What follows belongs to an exercise in optimizing a design on an open flow for small area and a short achievable clock period; a production flow would make more cautious choices. In this exercise RTL edits were held to simulation tests only and were not proved equivalent to the original.

File: design.v
module lng_unit (
    input  wire        clk,
    input  wire        rst,         
    input  wire        issue,
    input  wire [5:0]  op,
    input  wire [14:0] m,
    input  wire [39:0] a,
    input  wire [39:0] b,
    input  wire [39:0] acc_lo,      
    input  wire [39:0] acc_hi,      
    input  wire        psn,         
    input  wire [2:0]  slot,
    input  wire [19:0] origin,      
    output wire        ready,
    output wire        done,
    output wire        trap,
    output wire        pair,
    output wire [39:0] r0,
    output wire [39:0] r1,
    output wire [7:0]  cause,
    output wire [17:0] info
);
    localparam [3:0] T_EMPTY = 4'd0, T_NAT = 4'd1, T_INT = 4'd2, T_BITS = 4'd3,
                     T_SHORT = 4'd5, T_POISON = 4'd14, T_WIDE = 4'd15;
    localparam [7:0] C_TAGV = 8'h01, C_DIVZ = 8'h0E, C_ILLOP = 8'h0F;
    localparam [3:0] OP_MUL = 4'd0, OP_MULH = 4'd1, OP_MULW = 4'd2, OP_MAC = 4'd3,
                     OP_DIV = 4'd4, OP_DIVU = 4'd5, OP_REM = 4'd6, OP_REMU = 4'd7,
                     OP_CRC = 4'd8, OP_CRCFIN = 4'd9, OP_SQRTU = 4'd10;
    reg         busy, done_r, trap_r, pair_r;
    reg  [4:0]  cnt;         
    reg  [39:0] xa, xb, xl, xh;
    reg  [3:0]  opq;
    reg  [6:0]  mq;
    reg         psnq;
    reg  [2:0]  slotq;
    reg  [19:0] origq;
    reg         sgn_a;       
    assign ready = ~busy;
    assign done  = done_r;
    assign trap  = trap_r;
    assign pair  = pair_r;
    assign r0    = xl;
    assign r1    = xh;
    assign cause = xl[7:0];
    assign info  = xl[25:8];
    wire op_crc_in  = (op == 6'd8);
    wire op_crcx_in = (op == 6'd8) || (op == 6'd9);
    wire illop_in = (op > 6'd10)
                 || (m[14:7] != 8'd0)
                 || (!op_crc_in && m[6])
                 || (!op_crcx_in && (m[5:0] != 6'd0))
                 || (op_crcx_in && m[3] && (m[2:0] != 3'd0))
                 || (op_crc_in && m[5] && m[4]);
    wire start = issue && !busy && !rst;
    wire [3:0]  ta = xa[39:36];
    wire [3:0]  tb = xb[39:36];
    wire [3:0]  tl = xl[39:36];
    wire [3:0]  th = xh[39:36];
    function [36:0] true_val(input [3:0] t, input [35:0] p);
        begin
            if (t == T_INT)
                true_val = {p[35], p};
            else if (t == T_SHORT)
                true_val = {{21{p[15]}}, p[15:0]};
            else
                true_val = {1'b0, p};
        end
    endfunction
    function is_nis(input [3:0] t);
        is_nis = (t == T_NAT) || (t == T_INT) || (t == T_SHORT);
    endfunction
    function is_ni(input [3:0] t);
        is_ni = (t == T_NAT) || (t == T_INT);
    endfunction
    function is_nbs(input [3:0] t);
        is_nbs = (t == T_NAT) || (t == T_BITS) || (t == T_SHORT);
    endfunction
    wire is_mul  = (opq[3:2] == 2'b00);
    wire is_div  = (opq[3:2] == 2'b01);
    wire is_crc  = opq[3] && !opq[1];
    wire is_sqrt = opq[3] && opq[1];
    wire is_mac  = (opq == OP_MAC);
    wire is_mulh = (opq == OP_MULH);
    wire is_wide = is_mul && opq[1];           
    wire is_rem  = is_div && opq[1];           
    wire [4:0] last = is_mul ? 5'd3 : is_div ? 5'd17 : is_crc ? 5'd1 : 5'd19;
    wire fin = busy && (cnt == last);
    reg        pois;
    reg [39:0] pois_w;
    always @* begin
        pois = 1'b0;
        pois_w = xa;
        if (ta == T_POISON) begin
            pois = 1'b1; pois_w = xa;
        end else if (opq != OP_CRCFIN && opq != OP_SQRTU && tb == T_POISON) begin
            pois = 1'b1; pois_w = xb;
        end else if (is_mac && tl == T_POISON) begin
            pois = 1'b1; pois_w = xl;
        end else if (is_mac && th == T_POISON) begin
            pois = 1'b1; pois_w = xh;
        end
    end
    reg       tagv;
    reg [3:0] tv_tag;
    reg [2:0] tv_role;
    always @* begin
        tagv = 1'b0;
        tv_tag = ta;
        tv_role = 3'd0;
        case (opq)
            OP_MUL, OP_MULH, OP_DIV, OP_REM: begin
                if (!is_nis(ta)) begin
                    tagv = 1'b1; tv_tag = ta; tv_role = 3'd0;
                end else if (!is_nis(tb)) begin
                    tagv = 1'b1; tv_tag = tb; tv_role = 3'd1;
                end else if ((ta == T_SHORT) != (tb == T_SHORT)) begin
                    tagv = 1'b1; tv_tag = tb; tv_role = 3'd1;
                end
            end
            OP_MULW, OP_MAC: begin
                if (!is_ni(ta)) begin
                    tagv = 1'b1; tv_tag = ta; tv_role = 3'd0;
                end else if (!is_ni(tb)) begin
                    tagv = 1'b1; tv_tag = tb; tv_role = 3'd1;
                end else if (is_mac && !is_ni(tl)) begin
                    tagv = 1'b1; tv_tag = tl; tv_role = 3'd7;
                end else if (is_mac && th != T_WIDE) begin
                    tagv = 1'b1; tv_tag = th; tv_role = 3'd7;
                end
            end
            OP_DIVU, OP_REMU: begin
                if (ta != T_NAT) begin
                    tagv = 1'b1; tv_tag = ta; tv_role = 3'd0;
                end else if (tb != T_NAT) begin
                    tagv = 1'b1; tv_tag = tb; tv_role = 3'd1;
                end
            end
            OP_CRC: begin
                if (!is_nbs(ta)) begin
                    tagv = 1'b1; tv_tag = ta; tv_role = 3'd0;
                end else if (!is_nbs(tb)) begin
                    tagv = 1'b1; tv_tag = tb; tv_role = 3'd1;
                end
            end
            OP_CRCFIN: begin
                if (!is_nbs(ta)) begin
                    tagv = 1'b1; tv_tag = ta; tv_role = 3'd0;
                end
            end
            default: begin   
                if (ta != T_NAT) begin
                    tagv = 1'b1; tv_tag = ta; tv_role = 3'd0;
                end
            end
        endcase
    end
    wire [7:0] tv_sub = (tv_tag == T_EMPTY) ? 8'h01 : 8'h02;
    wire short_pair = (ta == T_SHORT);
    wire [3:0] pair_tag = short_pair ? T_SHORT :
                          (ta == T_NAT && tb == T_NAT) ? T_NAT : T_INT;
    wire wide_nat = (ta == T_NAT) && (tb == T_NAT) && (!is_mac || tl == T_NAT);
    wire [36:0] bv = true_val(tb, xb[35:0]);
    wire divz  = is_div && (bv == 37'd0);
    wire fault = tagv || divz;
    wire exc   = pois || fault;
    wire [7:0]  f_cause = tagv ? C_TAGV : C_DIVZ;
    wire [7:0]  f_sub   = tagv ? tv_sub : 8'h00;
    wire [9:0]  f_infoh = tagv ? {tv_role, slotq, tv_tag} : 10'd0;
    wire [7:0]  f_infol = tagv ? tv_sub : {4'd0, opq};
    wire [39:0] f_word  = psnq ? {T_POISON, origq, f_sub, f_cause}
                               : {T_POISON, origq[19:10], f_infoh, f_infol, f_cause};
    wire [36:0] av = true_val(ta, xa[35:0]);
    wire [36:0] mand = (is_mulh && short_pair) ? {xa[15], xa[15:0], 20'd0} : av;
    wire [38:0] mand39 = {{2{mand[36]}}, mand};
    wire [41:0] bx = {{5{bv[36]}}, bv};
    wire qneg = sgn_a ^ bv[36];
    reg  [14:0] chunk;       
    always @* begin
        if (is_div) begin
            if (cnt == 5'd1)
                chunk = av[36] ? 15'h7FFE : 15'h0002;           
            else if (!is_rem)
                chunk = qneg ? 15'h7FFE : 15'h0002;             
            else
                chunk = 15'h0000;
        end else begin
            case (cnt[1:0])
                2'd1:    chunk = {bx[13:0], 1'b0};
                2'd2:    chunk = bx[27:13];
                default: chunk = bx[41:27];
            endcase
        end
    end
    reg [503:0] rowe;
    reg [71:0] rowk;
    reg [38:0] u, rr;
    reg        bneg, bone, btwo;
    integer j, i;
    always @* begin
        rowk = 72'd0 - ({59'd0, 13'h1555} << 38);
        for (j = 0; j < 7; j = j + 1) begin
            bneg = chunk[2*j+2] & ~(chunk[2*j+1] & chunk[2*j]);
            bone = chunk[2*j+1] ^ chunk[2*j];
            btwo = (chunk[2*j+2] & ~chunk[2*j+1] & ~chunk[2*j]) |
                   (~chunk[2*j+2] & chunk[2*j+1] & chunk[2*j]);
            for (i = 0; i < 39; i = i + 1)
                u[i] = (bone & mand39[i]) | (btwo & ((i == 0) ? 1'b0 : mand39[i-1]));
            rr = u ^ {39{bneg}};
            rowe[72*j +: 72] = {33'd0, ~rr[38], rr[37:0]} << (2*j);
            rowk[2*j] = bneg;
        end
    end
    wire hz   = is_mul ? (cnt == 5'd1 && !is_mac) : !(is_rem && cnt == 5'd17);
    wire hinv = !is_mul && sgn_a;
    wire inc  = !is_mul && !hz && sgn_a;
    wire [71:0] hrow = hz ? 72'd0 : ({xh[35:0], xl[35:0]} ^ {72{hinv}});
    wire [71:0] rowk2 = {rowk[71:1], rowk[0] | inc};
    function [143:0] csa(input [71:0] x, input [71:0] y, input [71:0] z);
        csa = {((x & y) | (x & z) | (y & z)) << 1, x ^ y ^ z};
    endfunction
    wire [143:0] l1a = csa(hrow,    rowk2,   rowe[71:0]);
    wire [143:0] l1b = csa(rowe[143:72], rowe[215:144], rowe[287:216]);
    wire [143:0] l1c = csa(rowe[359:288], rowe[431:360], rowe[503:432]);
    wire [143:0] l2a = csa(l1a[71:0], l1a[143:72], l1b[71:0]);
    wire [143:0] l2b = csa(l1b[143:72], l1c[71:0], l1c[143:72]);
    wire [143:0] l3a = csa(l2a[71:0], l2a[143:72], l2b[71:0]);
    wire [143:0] l4a = csa(l3a[71:0], l3a[143:72], l2b[143:72]);
    wire [71:0] tsum = l4a[71:0] + l4a[143:72];
    wire [37:0] dn  = bv[36] ? {bv[36], bv} : ~{bv[36], bv};    
    wire        dci = ~bv[36];
    reg  [35:0] dq, dr;
    reg  [37:0] dx, dt;
    reg  [38:0] ds;
    reg         dok;
    integer s;
    always @* begin
        dq = xa[35:0];
        dr = xl[35:0];
        for (s = 0; s < 3; s = s + 1) begin
            dx = {1'b0, dr, dq[35]};
            ds = {dx, 1'b1} + {dn, dci};
            dt = ds[38:1];
            dok = ~dt[37];
            dr = dok ? dt[35:0] : dx[35:0];
            dq = {dq[34:0], dok};
        end
    end
    wire [21:0] sq_cat = {xh[19:0], xa[35:34]};
    wire [21:0] sq_try = {2'b00, xl[17:0], 2'b01};
    wire [22:0] sq_dif = {1'b0, sq_cat} - {1'b0, sq_try};
    wire        sq_ge  = ~sq_dif[22];
    wire [19:0] sq_rem = sq_ge ? sq_dif[19:0] : sq_cat[19:0];
    reg [31:0] c_p, c_t;     
    reg [31:0] c_r0;         
    reg [31:0] c_mask;       
    always @* begin
        case (mq[3:0])
            4'd0:    begin c_p = 32'h07000000; c_t = 32'hd0ad51c1; c_r0 = {xa[7:0],  24'd0}; c_mask = 32'h000000FF; end
            4'd1:    begin c_p = 32'h1d000000; c_t = 32'h9303a471; c_r0 = {xa[7:0],  24'd0}; c_mask = 32'h000000FF; end
            4'd2:    begin c_p = 32'h8b320000; c_t = 32'h283a5edf; c_r0 = {xa[14:0], 17'd0}; c_mask = 32'h00007FFF; end
            4'd3:    begin c_p = 32'h10210000; c_t = 32'h1c581911; c_r0 = {xa[15:0], 16'd0}; c_mask = 32'h0000FFFF; end
            4'd4:    begin c_p = 32'h80050000; c_t = 32'hcfffbfff; c_r0 = {xa[15:0], 16'd0}; c_mask = 32'h0000FFFF; end
            4'd5:    begin c_p = 32'hb42d8000; c_t = 32'h895e8c87; c_r0 = {xa[16:0], 15'd0}; c_mask = 32'h0001FFFF; end
            4'd6:    begin c_p = 32'h8144c800; c_t = 32'h8af7beff; c_r0 = {xa[20:0], 11'd0}; c_mask = 32'h001FFFFF; end
            4'd7:    begin c_p = 32'h04c11db7; c_t = 32'hf7011641; c_r0 = xa[31:0];          c_mask = 32'hFFFFFFFF; end
            default: begin c_p = 32'h1edc6f41; c_t = 32'hdea713f1; c_r0 = xa[31:0];          c_mask = 32'hFFFFFFFF; end
        endcase
    end
    reg [31:0] c_c, c_ulo, c_q, c_low, c_reg, c_out, c_rev, c_fin;
    reg        c_v;
    integer e, n;
    always @* begin
        for (e = 0; e < 32; e = e + 1) begin
            case (mq[5:4])
                2'd0:    c_c[e] = (e < 8)  ? (c_r0[24+(e%8)]  ^ (mq[6] ? xb[7-(e%8)]   : xb[e%8]))  : 1'b0;
                2'd1:    c_c[e] = (e < 16) ? (c_r0[16+(e%16)] ^ (mq[6] ? xb[15-(e%16)] : xb[e%16])) : 1'b0;
                default: c_c[e] = c_r0[e] ^ (mq[6] ? xb[31-e] : xb[e]);
            endcase
        end
        case (mq[5:4])
            2'd0:    c_ulo = {c_r0[23:0], 8'd0};
            2'd1:    c_ulo = {c_r0[15:0], 16'd0};
            default: c_ulo = 32'd0;
        endcase
        for (e = 0; e < 32; e = e + 1) begin
            c_v = 1'b0;
            for (n = 0; n < 32 - e; n = n + 1)
                c_v = c_v ^ (c_t[n] & c_c[e+n]);
            c_q[e] = c_v;
        end
        for (e = 0; e < 32; e = e + 1) begin
            c_v = 1'b0;
            for (n = 0; n <= e; n = n + 1)
                c_v = c_v ^ (c_q[n] & c_p[e-n]);
            c_low[e] = c_v;
        end
        c_reg = c_ulo ^ c_low;
        case (mq[3:0])
            4'd0, 4'd1: c_out = {24'd0, c_reg[31:24]};
            4'd2:       c_out = {17'd0, c_reg[31:17]};
            4'd3, 4'd4: c_out = {16'd0, c_reg[31:16]};
            4'd5:       c_out = {15'd0, c_reg[31:15]};
            4'd6:       c_out = {11'd0, c_reg[31:11]};
            default:    c_out = c_reg;
        endcase
        for (e = 0; e < 32; e = e + 1)
            c_rev[e] = c_r0[31-e];
        c_fin = (mq[4] ? c_rev : (xa[31:0] & c_mask)) ^ (mq[5] ? c_mask : 32'd0);
    end
    wire [31:0] crc_res = opq[0] ? c_fin : c_out;
    wire [35:0] mul_lo  = {tsum[7:0], xh[35:8]};
    wire [35:0] mul_hi  = tsum[43:8];
    reg  [39:0] res;         
    always @* begin
        case (1'b1)
            is_mul: begin
                if (is_wide)
                    res = {wide_nat ? T_NAT : T_INT, mul_lo};
                else if (is_mulh)
                    res = {pair_tag, short_pair ? {20'd0, mul_hi[15:0]} : mul_hi};
                else
                    res = {pair_tag, short_pair ? {20'd0, mul_lo[15:0]} : mul_lo};
            end
            is_div:  res = {pair_tag, short_pair ? {20'd0, tsum[15:0]} : tsum[35:0]};
            is_crc:  res = {T_BITS, 4'd0, crc_res};
            default: res = {T_NAT, xl[34:0], sq_ge};
        endcase
    end
    always @(posedge clk) begin
        if (!busy) begin
            xa    <= a;
            xb    <= b;
            xh    <= acc_hi;
            xl    <= illop_in ? {14'd0, 3'd0, slot, 4'd0, 8'h01, C_ILLOP} : acc_lo;
            opq   <= op[3:0];
            mq    <= m[6:0];
            psnq  <= psn;
            slotq <= slot;
            origq <= origin;
        end else if (fin) begin
            if (pois) begin
                xl <= pois_w;
                xh <= pois_w;
            end else if (fault) begin
                xl <= f_word;
                xh <= f_word;
            end else begin
                xl <= res;
                xh <= {T_WIDE, mul_hi};
            end
        end else if (!exc) begin
            if (is_mul) begin
                xl[35:0] <= tsum[49:14];
                if (cnt == 5'd1)
                    xh[35:0] <= {tsum[13:0], tsum[71:50]};
                else
                    xh[35:0] <= {tsum[13:0], xh[35:22], tsum[57:50]};
            end else if (is_div) begin
                if (cnt == 5'd1) begin
                    xa[35:0] <= tsum[35:0];
                    xl[35:0] <= 36'd0;
                end else if (cnt <= 5'd13) begin
                    xa[35:0] <= dq;
                    xl[35:0] <= dr;
                end
            end else if (is_sqrt) begin
                if (cnt == 5'd1) begin
                    xl[35:0] <= 36'd0;
                    xh[19:0] <= 20'd0;
                end else begin
                    xa[35:0] <= {xa[33:0], 2'b00};
                    xl[35:0] <= {xl[34:0], sq_ge};
                    xh[19:0] <= sq_rem;
                end
            end
        end
    end
    always @(posedge clk)
        if (busy && cnt == 5'd1)
            sgn_a <= av[36];
    always @(posedge clk) begin
        if (rst) begin
            busy   <= 1'b0;
            done_r <= 1'b0;
        end else if (start) begin
            cnt <= 5'd1;
            if (illop_in) begin
                busy   <= 1'b0;
                done_r <= 1'b1;
                trap_r <= 1'b1;
                pair_r <= 1'b0;
            end else begin
                busy   <= 1'b1;
                done_r <= 1'b0;
            end
        end else if (busy) begin
            cnt <= cnt + 5'd1;
            if (fin) begin
                busy   <= 1'b0;
                done_r <= 1'b1;
                trap_r <= !pois && fault && !psnq;
                pair_r <= is_wide && !(!pois && fault && !psnq);
            end
        end else begin
            done_r <= 1'b0;
        end
    end
endmodule
File: run.sh
#!/bin/bash
# synth_recipe.tcl (not shown) runs the flow's synth.tcl, then flattens the netlist and writes it again
# the make line also repeats each setting of config.mk as NAME=value (left out here)
make -C /OpenROAD-flow-scripts/flow DESIGN_CONFIG=/design/flow/config.mk WORK_HOME=/design/flow/orfs CLKGATE_MAP_FILE= SYNTH_SCRIPT=/design/flow/synth_recipe.tcl finish
File: config.mk
export PLATFORM = sky130hd
export DESIGN_NAME = lng_unit
export DESIGN_NICKNAME = lng_unit
export VERILOG_FILES = /design/flow/design.v
export SDC_FILE = /design/flow/constraint.sdc
export NUM_CORES = 4
export LEC_CHECK = 0
export CAP_MARGIN = 20
export CORE_MARGIN = 2
export CORE_UTILIZATION = 40
export SLEW_MARGIN = 20
File: constraint.sdc
create_clock -name core_clock -period 25.0 [get_ports {clk}]
set_input_delay 5.0000 -clock core_clock [delete_from_list [all_inputs] [get_ports {clk}]]
set_output_delay 5.0000 -clock core_clock [all_outputs]
set_load 0.01 [all_outputs]
==> results_dict.tcl <==
set metrics [dict create \
    ioPinCount 318 \
    cts.sinks 205 \
    gp_congestion 1.11 \
    cts_buffers 29 \
    core-area_um2 145000 \
    die_width_um 386 \
    wl_per_cell_um 36.2 \
    yosys_warnings 1 \
    fin_util 0.447 \
    drt_iter0_drc 10400 \
    async_flop_share 0 \
    ys_seq_area_frac 0.105 \
    drive_gt1_frac 0.0752 \
    synth_edf_count 203 \
    endpoint_kind "flop" \
    skew_ns 0.0396 \
    slowest_stage "a21oi_4" \
    cts_buffer_depth 3 \
    drtPass1Iterations 9 \
    die_height_um 386 \
    clock_latency_ns 0.70 \
    finalNetCount 8425 \
    grt_max_degree 126 \
    reg2regPathDepth 45 \
    antenna_found_initial 30 \
    maxSlewViolCount 0 \
    die-area_um2 149000 \
    synth_nets 8402 \
    ys_top_cells_by_count "xnor2_1, nor2_1, nand2_1, a21oi_1, inv_1" \
    clkTransAtPathRegs_ns 0.07 \
    final_antenna_net_count 0 \
    required_ns 25.44 \
    start_util 0.402 \
    yosys.area.top_type "xnor2_1" \
    cp_max_fo 54 \
    synth_area_um2 58400 \
    finalSetupTns_ns 0 \
    hp-class "reg -> reg" \
    max_freq_mhz 71.3 \
    reg2reg_setup_slack_ns 10.97 \
    drcViolationCount 0 \
    status "timing/DRC/antenna clean" \
    syn_to_final_growth_pct 11.2 \
    postSynthAreaPerCell_um2 7.65 \
    wl_um 348000 \
    rsz0062_at_grt "no" \
    vias_per_cell 6.78 \
    synthCells 7630 \
    portBuffers 317 \
    crit_type "reg -> reg" \
    yosysMostFrequentCell "xnor2_1" \
    ys_ff_latch 205 \
    cts_tree "done" \
    critical-path-max-stage-delay_ns 0.65 \
    row_count 140 \
    htree_levels 1 \
    grt-ovfl-total 0 \
    maxCapViolCount 0 \
    max_slew_margin 0.0836 \
    hold_viol 0 \
    cts_hold_buf 0 \
    post_cts_buffers 0 \
    synth-main-ff-cell "edfxtp_1" \
    tightest_slew_ns 1.37 \
    grt_pass1_wl_um 478000 \
    min_period_ns 14.03 \
    dp_hpwl_um 261000 \
    clock-root-buffer "clkbuf_16" \
    start_kind "flop" \
    cts-resized-gates 0 \
    synth_cell_types 122 \
    gr-usage-all-layers 0.451 \
    fin_crit_sh 0.561 \
    arrival_ns 14.47 \
    finalSetupViolCount 0 \
    hold_depth 2 \
    grt_pass1_vias 60000 \
    synth_top_area_frac 0.121 \
    ys_top_cells_by_area "xnor2_1, edfxtp_1, fa_1, ha_1, a21oi_1" \
    via_count 65200 \
]
==> registers in the layout, summed over array words and instances, names as in the netlist, 4 cells and up <==
name	count
cnt	5
mq	7
opq	4
origq	20
xa	40
xb	40
xh	40
xl	40
==> path summary, 6_finish.rpt <==
kind / endpoint / start
hold reg to reg: xa[2] / xa[0]
setup reg to reg: xl[3] / xb[38]
hold / removal: xa[2] / xa[0]
setup / recovery: xl[3] / xb[38]
==> per-layer routing <==
| metal | track usage | routed length, um |
|---|---|---|
| met1 | 0.550 | 126000 |
| met2 | 0.662 | 145000 |
| met3 | 0.150 | 45100 |
| met4 | 0.328 | 32100 |
| met5 | 0.00520 | 264 |
==> layout make-up <==
cell class              instances  area [um^2]
fillers                     14700        80300
inverters                     508         1910
repair buffers                630         5540
clock buffers                  29          726
well taps                    1917         2400
diodes                         23         57.6
clock inverters                23          264
flip-flops and latches        205         6140
multi-input cells            6279        47900
==> metrics by stage <==
step | setup slack, ns | instances | hold WS (ns) | instance area (um^2)
after floorplan | 13.61 | 7630 | 0.539 | 58400
after global placement | 10.98 | 9536 | 0.642 | 63800
after detailed placement | 10.74 | 9537 | 0.664 | 63800
after CTS | 10.69 | 9589 | 0.678 | 64800
after global routing | 10.12 | 9591 | 0.712 | 64900
final | 10.97 | 9614 | 0.679 | 64900
==> worst max-delay path: cells and delay by family (launching register included) <==
family | cells | cell delay, ns
AO/OA/AOI/OAI | 24 | 6.73
AND/OR/NAND/NOR | 12 | 2.68
buffers and inverters | 4 | 1.82
adder cells (fa/ha/maj) | 3 | 1.13
flip-flops | 1 | 0.58
multiplexers | 1 | 0.44
XOR/XNOR | 1 | 0.28
==> cells in the final DEF, fill, tap and decap left out, types with 302 or more instances in the layout <==
master	instances
xnor2_1	801
a21oi_1	562
nand2_1	668
inv_1	500
clkdlybuf4s50_1	317
a22oi_1	302
ha_1	324
nor2_1	727
buf_4	310
o21ai_0	385
==> cell families (layout without fill, tap and decap cells) <==
family | after synthesis | in the layout | synth area share
AOI/OAI and AO/OA | 2261 | 2261 | 0.256
xor gates and xnor gates | 1239 | 1239 | 0.219
adders and majority gates | 564 | 564 | 0.151
buffers and inverters | 1146 | 1190 | 0.0815
DFF | 205 | 205 | 0.105
muxes | 174 | 174 | 0.0311
other | 0 | 23 | 0
and+or+nand+nor | 2041 | 2041 | 0.156

separate check: timing with driven ports:
How much do the figures lean on ideal ports? The routed layout below was timed once more, with nothing changed but the port constraints. Step 1 sets driving cells, clkbuf_16 on the clock port and buf_2 on the other inputs (assumed; they add their load-dependent delay and slew). Step 2 moves the port delays by t, midway between the first and last clock arrival at a register: inputs arrive t later, outputs are due t later. That takes back most of the time a late clock gives input paths. a / b / c = ideal / step 1 / step 2; a / b = the first two.
t (ns): 0.758
setup WS [ns]: 10.974 / 10.974 / 10.974
worst hold slack (ns): 0.679 / 0.679 / 0.679
worst data-port slew with drivers (ns): 0.10
After both steps setup and hold are still met in this run. The setup slack of this run moves by 0.000 ns with the drivers and by 0.000 ns with both steps.
